From an optimization exercise on the open Yosys and OpenROAD flow, aimed at small area; shortcuts taken in it are not production practice. In this exercise RTL edits were held to simulation tests only and were not proved equivalent to the original.

==> design/flow/design.v <==
module cic5_f32 (
    input  wire        clk,
    input  wire        rst,
    input  wire        start,
    input  wire [47:0] s_in,       
    input  wire [40:0] d_in,       
    output reg         done,       
    output reg  [31:0] result
);
    localparam ST_IDLE  = 2'd0;
    localparam ST_NORM  = 2'd1;
    localparam ST_DIV   = 2'd2;
    localparam ST_ROUND = 2'd3;
    reg [1:0]  state;
    reg        sign;
    reg [7:0]  expo;
    reg [41:0] rem;
    reg [24:0] quo;
    reg [4:0]  cnt;
    wire [47:0] s_abs = s_in[47] ? (~s_in + 48'd1) : s_in;
    wire        rem_ge_d  = rem >= {1'b0, d_in};
    wire        guard     = quo[0];
    wire [23:0] mant      = quo[24:1];
    wire        sticky    = rem != 42'd0;
    wire        round_up  = guard & (sticky | mant[0]);
    wire [24:0] mant_rnd  = {1'b0, mant} + {24'd0, round_up};
    always @(posedge clk) begin
        if (rst) begin
            state  <= ST_IDLE;
            done   <= 1'b0;
            result <= 32'd0;
            sign   <= 1'b0;
            expo   <= 8'd0;
            rem    <= 42'd0;
            quo    <= 25'd0;
            cnt    <= 5'd0;
        end else begin
            done <= 1'b0;
            case (state)
                ST_IDLE: begin
                    if (start) begin
                        if (s_in == 48'd0) begin
                            result <= 32'd0;
                            done   <= 1'b1;
                        end else begin
                            sign  <= s_in[47];
                            expo  <= 8'd127;
                            rem   <= s_abs[41:0];
                            quo   <= 25'd0;
                            cnt   <= 5'd0;
                            state <= ST_NORM;
                        end
                    end
                end
                ST_NORM: begin
                    if (rem_ge_d) begin
                        state <= ST_DIV;
                    end else begin
                        rem  <= rem << 1;
                        expo <= expo - 8'd1;
                    end
                end
                ST_DIV: begin
                    quo <= {quo[23:0], rem_ge_d};
                    rem <= (rem_ge_d ? rem - {1'b0, d_in} : rem) << 1;
                    cnt <= cnt + 5'd1;
                    if (cnt == 5'd24)
                        state <= ST_ROUND;
                end
                ST_ROUND: begin
                    if (mant_rnd[24])
                        result <= {sign, expo + 8'd1, 23'd0};
                    else
                        result <= {sign, expo, mant_rnd[22:0]};
                    done  <= 1'b1;
                    state <= ST_IDLE;
                end
            endcase
        end
    end
endmodule
module cic5_lane (
    input  wire        clk,
    input  wire        rst,
    input  wire        bit_valid,    
    input  wire        bit_in,       
    input  wire        dec,          
    input  wire [8:0]  cfg_r,        
    input  wire [40:0] r_pow5,       
    output wire        done,
    output wire [31:0] result,
    output reg         ovr           
);
    reg  [47:0] integ1, integ2, integ3, integ4, integ5;
    wire [47:0] x  = bit_in ? 48'd1 : {48{1'b1}};
    wire [47:0] n1 = integ1 + x;
    wire [47:0] n2 = integ2 + n1;
    wire [47:0] n3 = integ3 + n2;
    wire [47:0] n4 = integ4 + n3;
    wire [47:0] n5 = integ5 + n4;
    reg  [47:0] comb_in;
    reg         comb_go;
    reg  [47:0] dly1, dly2, dly3, dly4, dly5;
    wire [47:0] c1 = comb_in - dly1;
    wire [47:0] c2 = c1 - dly2;
    wire [47:0] c3 = c2 - dly3;
    wire [47:0] c4 = c3 - dly4;
    wire [47:0] c5 = c4 - dly5;
    reg  [47:0] cic_out;
    reg         conv_start;
    reg  [8:0]  ones;
    wire [8:0]  ones_new = ones + {8'd0, bit_in};
    wire [13:0] ones_x25 = ones_new * 5'd25;
    wire [13:0] r_x2     = {4'd0, cfg_r, 1'b0};
    wire [13:0] r_x23    = cfg_r * 5'd23;
    always @(posedge clk) begin
        if (rst) begin
            integ1 <= 48'd0; integ2 <= 48'd0; integ3 <= 48'd0;
            integ4 <= 48'd0; integ5 <= 48'd0;
            dly1 <= 48'd0; dly2 <= 48'd0; dly3 <= 48'd0;
            dly4 <= 48'd0; dly5 <= 48'd0;
            comb_in    <= 48'd0;
            comb_go    <= 1'b0;
            cic_out    <= 48'd0;
            conv_start <= 1'b0;
            ones       <= 9'd0;
            ovr        <= 1'b0;
        end else begin
            conv_start <= 1'b0;
            comb_go    <= 1'b0;
            if (comb_go) begin
                dly1 <= comb_in; dly2 <= c1; dly3 <= c2;
                dly4 <= c3; dly5 <= c4;
                cic_out    <= c5;
                conv_start <= 1'b1;
            end
            if (bit_valid) begin
                integ1 <= n1; integ2 <= n2; integ3 <= n3;
                integ4 <= n4; integ5 <= n5;
                if (dec) begin
                    comb_in    <= n5;
                    comb_go    <= 1'b1;
                    ones       <= 9'd0;
                    ovr        <= (ones_x25 < r_x2) || (ones_x25 > r_x23);
                end else begin
                    ones <= ones_new;
                end
            end
        end
    end
    cic5_f32 u_f32 (
        .clk    (clk),
        .rst    (rst),
        .start  (conv_start),
        .s_in   (cic_out),
        .d_in   (r_pow5),
        .done   (done),
        .result (result)
    );
endmodule
module cic5_group #(
    parameter LANES = 4
) (
    input  wire                clk,
    input  wire                rst,         
    input  wire [8:0]          cfg_r,       
    input  wire                bit_valid,
    input  wire [LANES-1:0]    bit_in,
    output reg                 out_valid,
    output reg  [32*LANES-1:0] out_data,
    output reg  [LANES-1:0]    out_ovr
);
    reg  [17:0] r_pow2;
    reg  [35:0] r_pow4;
    reg  [40:0] r_pow5;
    always @(posedge clk) begin
        r_pow2 <= cfg_r * cfg_r;
        r_pow4 <= r_pow2 * r_pow2;
        r_pow5 <= r_pow4 * cfg_r;
    end
    reg  [8:0]  phase;
    wire        dec = (phase == cfg_r - 9'd1);
    reg  [LANES-1:0]    got;       
    wire [LANES-1:0]    lane_done;
    wire [32*LANES-1:0] lane_result;
    wire [LANES-1:0]    lane_ovr;
    always @(posedge clk) begin
        if (rst) begin
            phase     <= 9'd0;
            got       <= {LANES{1'b0}};
            out_valid <= 1'b0;
            out_data  <= {32*LANES{1'b0}};
            out_ovr   <= {LANES{1'b0}};
        end else begin
            out_valid <= 1'b0;
            if (bit_valid) begin
                if (dec)
                    phase <= 9'd0;
                else
                    phase <= phase + 9'd1;
            end
            if (&(got | lane_done)) begin
                got       <= {LANES{1'b0}};
                out_valid <= 1'b1;
                out_data  <= lane_result;
                out_ovr   <= lane_ovr;
            end else begin
                got <= got | lane_done;
            end
        end
    end
    genvar i;
    generate
        for (i = 0; i < LANES; i = i + 1) begin : g_lane
            cic5_lane u_lane (
                .clk       (clk),
                .rst       (rst),
                .bit_valid (bit_valid),
                .bit_in    (bit_in[i]),
                .dec       (dec),
                .cfg_r     (cfg_r),
                .r_pow5    (r_pow5),
                .done      (lane_done[i]),
                .result    (lane_result[32*i +: 32]),
                .ovr       (lane_ovr[i])
            );
        end
    endgenerate
endmodule
==> design/flow/run.sh <==
#!/bin/bash
# synth_recipe.tcl (not shown) runs the flow's synth.tcl, then flattens the netlist and writes it again
# the make line also repeats each setting of config.mk as NAME=value (left out here)
make -C /OpenROAD-flow-scripts/flow DESIGN_CONFIG=/design/flow/config.mk WORK_HOME=/design/flow/orfs CLKGATE_MAP_FILE= SYNTH_SCRIPT=/design/flow/synth_recipe.tcl finish
==> design/flow/config.mk <==
export PLATFORM = sky130hd
export DESIGN_NAME = cic5_group
export DESIGN_NICKNAME = cic5_group
export VERILOG_FILES = /design/flow/design.v
export SDC_FILE = /design/flow/constraint.sdc
export NUM_CORES = 4
export LEC_CHECK = 0
export CAP_MARGIN = 20
export CORE_MARGIN = 2
export CORE_UTILIZATION = 40
export PLACE_DENSITY = 0.6
export SLEW_MARGIN = 20
==> design/flow/constraint.sdc <==
create_clock -name core_clock -period 15.0 [get_ports {clk}]
set_input_delay 3.0000 -clock core_clock [delete_from_list [all_inputs] [get_ports {clk}]]
set_output_delay 3.0000 -clock core_clock [all_outputs]
set_load 0.01 [all_outputs]
==> results.sh <==
export IMPL_width_of_the_die_um=776
export IMPL_final_period_demand_of_the_worst_path_ns=13.85
export IMPL_critical_path_top_cell_by_count="sky130_fd_sc_hd__o21ai_0"
export IMPL_ys_flop_type="sky130_fd_sc_hd__dfxtp_1"
export IMPL_areaGrowthSynthToFinish_pct=9.31
export IMPL_cp_start_kind="input port"
export IMPL_cp_data_arrival_time_ns=14.70
export IMPL_total_of_hold_buffers_inserted_after_clock_tree_synthesis=0
export IMPL_std_cell_rows=283
export IMPL_ys_seq_elements=3049
export IMPL_final_max_slew_viol_count=0
export IMPL_critPathKind="in2reg"
export IMPL_detail_route_iter0_violations=10382
export IMPL_startpoint="bit_in[0]"
export IMPL_clk_tree_root_cell="sky130_fd_sc_hd__clkbuf_16"
export IMPL_yosysUniqueCellTypes=96
export IMPL_synth_warning_count=3
export IMPL_reg2reg_setup_slack_ns=2.57
export IMPL_route_detailed_wl_per_inst_um=16.3
export IMPL_numCtsBuffers=369
export IMPL_clock_sinks=3049
export IMPL_clk_slew_on_worst_s_h_paths_ns=0.06
export IMPL_placement_cell_area_um2=248000
export IMPL_tritoncts_clock_tree="done"
export IMPL_grt_antenna_before_repair=13
export IMPL_critPathCaptureType="flip-flop"
export IMPL_setup_worst_path_end="g_lane[0].u_lane.integ5[47]"
export IMPL_finClkSkew_ns=0.0693
export IMPL_rsz0062_at_grt="false"
export IMPL_clk_latency_ns=1.00
export IMPL_layout_drive_gt1_share_pct=3.63
export IMPL_post_synth_main_area_contributors="sky130_fd_sc_hd__dfxtp_1 26%, sky130_fd_sc_hd__ha_1 14%, sky130_fd_sc_hd__mux2i_1 7.2%, sky130_fd_sc_hd__xnor2_1 5.9%, sky130_fd_sc_hd__nor2_1 5.5%"
export IMPL_post_synth_most_frequent_cells="3,499 x sky130_fd_sc_hd__nor2_1, 3,049 x sky130_fd_sc_hd__dfxtp_1, 2,584 x sky130_fd_sc_hd__ha_1, 2,442 x sky130_fd_sc_hd__a21oi_1, 2,388 x sky130_fd_sc_hd__inv_1"
export IMPL_post_route_period_util_pct=92.3
export IMPL_setup_tns_ns=0
export IMPL_detailed_route_wl_mm=602
export IMPL_worst_ep_required_time_ns=15.86
export IMPL_clock_tree_htree_level_count=5
export IMPL_worstRegToRegCells=55
export IMPL_area_taken_by_multi_input_logic_gates_um2=165000
export IMPL_detailroute_via_count=196673
export IMPL_stdcell_area_um2=261000
export IMPL_worstMarginPinSlew_ns=1.20
export IMPL_max_incr_delay_on_cp_ns=0.51
export IMPL_floorplan_die_area_um2=603000
export IMPL_worst_max_slew_margin_expressed_relative_to_the_limit_pct=19.8
export IMPL_ioPinCount=149
export IMPL_final_core_util_pct=43.9
export IMPL_drt_pre_antenna_iters=8
export IMPL_worst_path_max_delay_cell="sky130_fd_sc_hd__o311ai_0"
export IMPL_postSynthCellCount=29105
export IMPL_reg2reg_from="g_lane[3].u_lane.comb_in[0]"
export IMPL_grt_overflow_total=0
export IMPL_layout_area_seq_um2=61000
export IMPL_dpl_hpwl_mm=451
export IMPL_numPortBuffers=148
export IMPL_grt_max_degree=230
export IMPL_ys_async_sr_fraction_pct=0
export IMPL_synth_edff_count=0
export IMPL_synth_area_per_cell_um2=8.20
export IMPL_run_status="complete, no violations"
export IMPL_detail_route_antenna_nets=0
export IMPL_fin_nets=31920
export IMPL_design_core_area_um2=594000
export IMPL_via_count_of_the_first_global_routing_pass=189606
export IMPL_worst_hold_path_type="reg2reg"
export IMPL_drt_vias_per_instance=5.32
export IMPL_clock_path_buffers=4
export IMPL_setup_violations_final=0
export IMPL_yosysSeqAreaShare_pct=25.6
export IMPL_grt_first_pass_wirelength_mm=990
export IMPL_drt_drc_violations_left=0
export IMPL_netlist_top_cell_by_area="sky130_fd_sc_hd__dfxtp_1"
export IMPL_post_cts_setup_buffers=0
export IMPL_dpl_worst_slack_ns=0.190
export IMPL_maxCapViolations=0
export IMPL_maxClockFrequency_mhz=72.2
export IMPL_global_route_usage_total_pct=19.3
export IMPL_reg2reg_to="g_lane[3].u_lane.cic_out[47]"
export IMPL_timing_hold_worst_path_depth=2
export IMPL_critPathMaxFanout=5
export IMPL_netlist_area_leader_share_pct=25.6
export IMPL_top_count_cell_post_synth="sky130_fd_sc_hd__nor2_1"
export IMPL_netlist_area_pre_place_um2=239000
export IMPL_hold_violations=0
export IMPL_globalplace_congestion=0.882
export IMPL_min_setup_slack_post_route_ns=1.15
export IMPL_start_util_pct=40.2
export IMPL_floorplan_die_height_um=776
export IMPL_num_fill_cells=58999
-- critical path, delay by kind of cell --
kind            cells  cell delay [ns]
compound gates     25             5.96
xor+xnor            6             1.13
simple gates       12             1.52
buf+inv             5             1.24
fa+ha+maj           5             1.82
-- logic make-up after synthesis --
logic type | Yosys count | synth area share (%)
and+or+nand+nor | 8179 | 15.4
AOI/OAI and AO/OA | 7233 | 19.6
buffers and inverters | 3432 | 5.41
adders and majority gates | 3111 | 18.0
DFF | 3049 | 25.6
xor gates and xnor gates | 2363 | 8.76
muxes | 1736 | 7.29
other | 2 | 0.00315
-- cells in the final DEF, fill, tap and decap left out, types with 57 or more instances in the layout --
cell and n:
sky130_fd_sc_hd__nor2_1 3495, sky130_fd_sc_hd__dfxtp_1 3048, sky130_fd_sc_hd__ha_1 2584, sky130_fd_sc_hd__a21oi_1 2436
sky130_fd_sc_hd__inv_1 2385, sky130_fd_sc_hd__nand2_1 2026, sky130_fd_sc_hd__mux2i_1 1728, sky130_fd_sc_hd__xnor2_1 1619
sky130_fd_sc_hd__a21o_1 1146, sky130_fd_sc_hd__o21ai_0 1069, sky130_fd_sc_hd__xor2_1 730, sky130_fd_sc_hd__fa_1 527
sky130_fd_sc_hd__nand3_1 426, sky130_fd_sc_hd__clkbuf_16 374, sky130_fd_sc_hd__o21bai_1 364, sky130_fd_sc_hd__nor3_1 364
sky130_fd_sc_hd__a211oi_1 344, sky130_fd_sc_hd__nand2b_1 299, sky130_fd_sc_hd__nor2b_1 294, sky130_fd_sc_hd__and2_1 282
sky130_fd_sc_hd__o21a_1 260, sky130_fd_sc_hd__and3_1 232, sky130_fd_sc_hd__nand4_1 211, sky130_fd_sc_hd__buf_4 185
sky130_fd_sc_hd__a31oi_1 169, sky130_fd_sc_hd__a221oi_1 166, sky130_fd_sc_hd__a22oi_1 150, sky130_fd_sc_hd__a22o_1 145
sky130_fd_sc_hd__clkdlybuf4s50_1 139, sky130_fd_sc_hd__o31ai_1 133, sky130_fd_sc_hd__or3_1 121, sky130_fd_sc_hd__nor4_1 119
sky130_fd_sc_hd__a21boi_0 105, sky130_fd_sc_hd__o211ai_1 103, sky130_fd_sc_hd__or2_2 82, sky130_fd_sc_hd__a211o_1 77
sky130_fd_sc_hd__clkinv_2 73, sky130_fd_sc_hd__clkbuf_8 66, sky130_fd_sc_hd__o41ai_1 60, sky130_fd_sc_hd__clkbuf_1 57
-- per-stage QoR --
step	instances	hold slack, ns
6_report	36948	0.446
5_1_grt	36945	0.468
3_5_place_dp	36259	0.445
2_1_floorplan	29110	0.385
4_1_cts	36942	0.452
3_3_place_gp	36259	0.438
-- worst min path at each step --
stage | startpoint | to | slack, ns
2_1_floorplan | r_pow2[0] | r_pow4[0] | 0.38
3_3_place_gp | g_lane[0].u_lane.cic_out[45] | g_lane[0].u_lane.cic_out[45] | 0.44
3_5_place_dp | g_lane[3].u_lane.u_f32.result[7] | out_data[103] | 0.44
4_1_cts | g_lane[1].u_lane.u_f32.result[23] | out_data[55] | 0.45
5_1_grt | out_data[89] | out_data[89] | 0.47
6_report | g_lane[1].u_lane.u_f32.result[23] | out_data[55] | 0.45
-- what timing repair did --
action,CTS,global route
gates resized for setup,0,3
setup endpoints to repair,0,2
endpoints found under the hold margin,0,0
-- cell type report --
cell class              count  area share, %
multi-input cells       22629           63.2
diodes                      6        0.00576
repair buffers            348           1.21
clock buffers             497           4.02
clock inverters           186          0.935
inverters                2396           3.46
well taps                7837           3.76
flip-flops and latches   3049           23.4
-- routing by layer --
layer | wire length, um | track usage (%) | vias up | share of wire [%]
met2 | 263000 | 31.5 | 2956 | 44
li1 | - | - | 100830 | -
met5 | 0 | 0 | - | 0
met4 | 16700 | 5.00 | 0 | 2.8
met3 | 21500 | 2.02 | 736 | 3.6
met1 | 301000 | 27.1 | 92151 | 50

==> re-timing with driven ports <==
In the flow no input, the clock included, has a driving cell. The finished layout below was timed again as built, in two steps.
Step 1 (the two cells are an assumption about what drives the block):
set clk [get_ports {clk}]
set_driving_cell -lib_cell sky130_fd_sc_hd__clkbuf_16 $clk
set_driving_cell -lib_cell sky130_fd_sc_hd__buf_2 [delete_from_list [all_inputs] $clk]
Step 2 moves the port delays by t, midway between the first and last clock arrival at a register: inputs arrive t later, outputs are due t later. That takes back most of the time a late clock gives input paths.
Three values: ideal, step 1, step 2; two values: the first two.
shift t [ns]: 1.096
slack for setup (ns): 1.154 / 1.211 / 0.114
worst setup path after step 2: input to register
clock arrival spread, ns: 0.083 / 0.083
cell pins on the clock port's net: 1
After both steps setup and hold are still met in this run. The setup slack of this run moves by +0.057 ns with the drivers and by -1.040 ns with both steps.
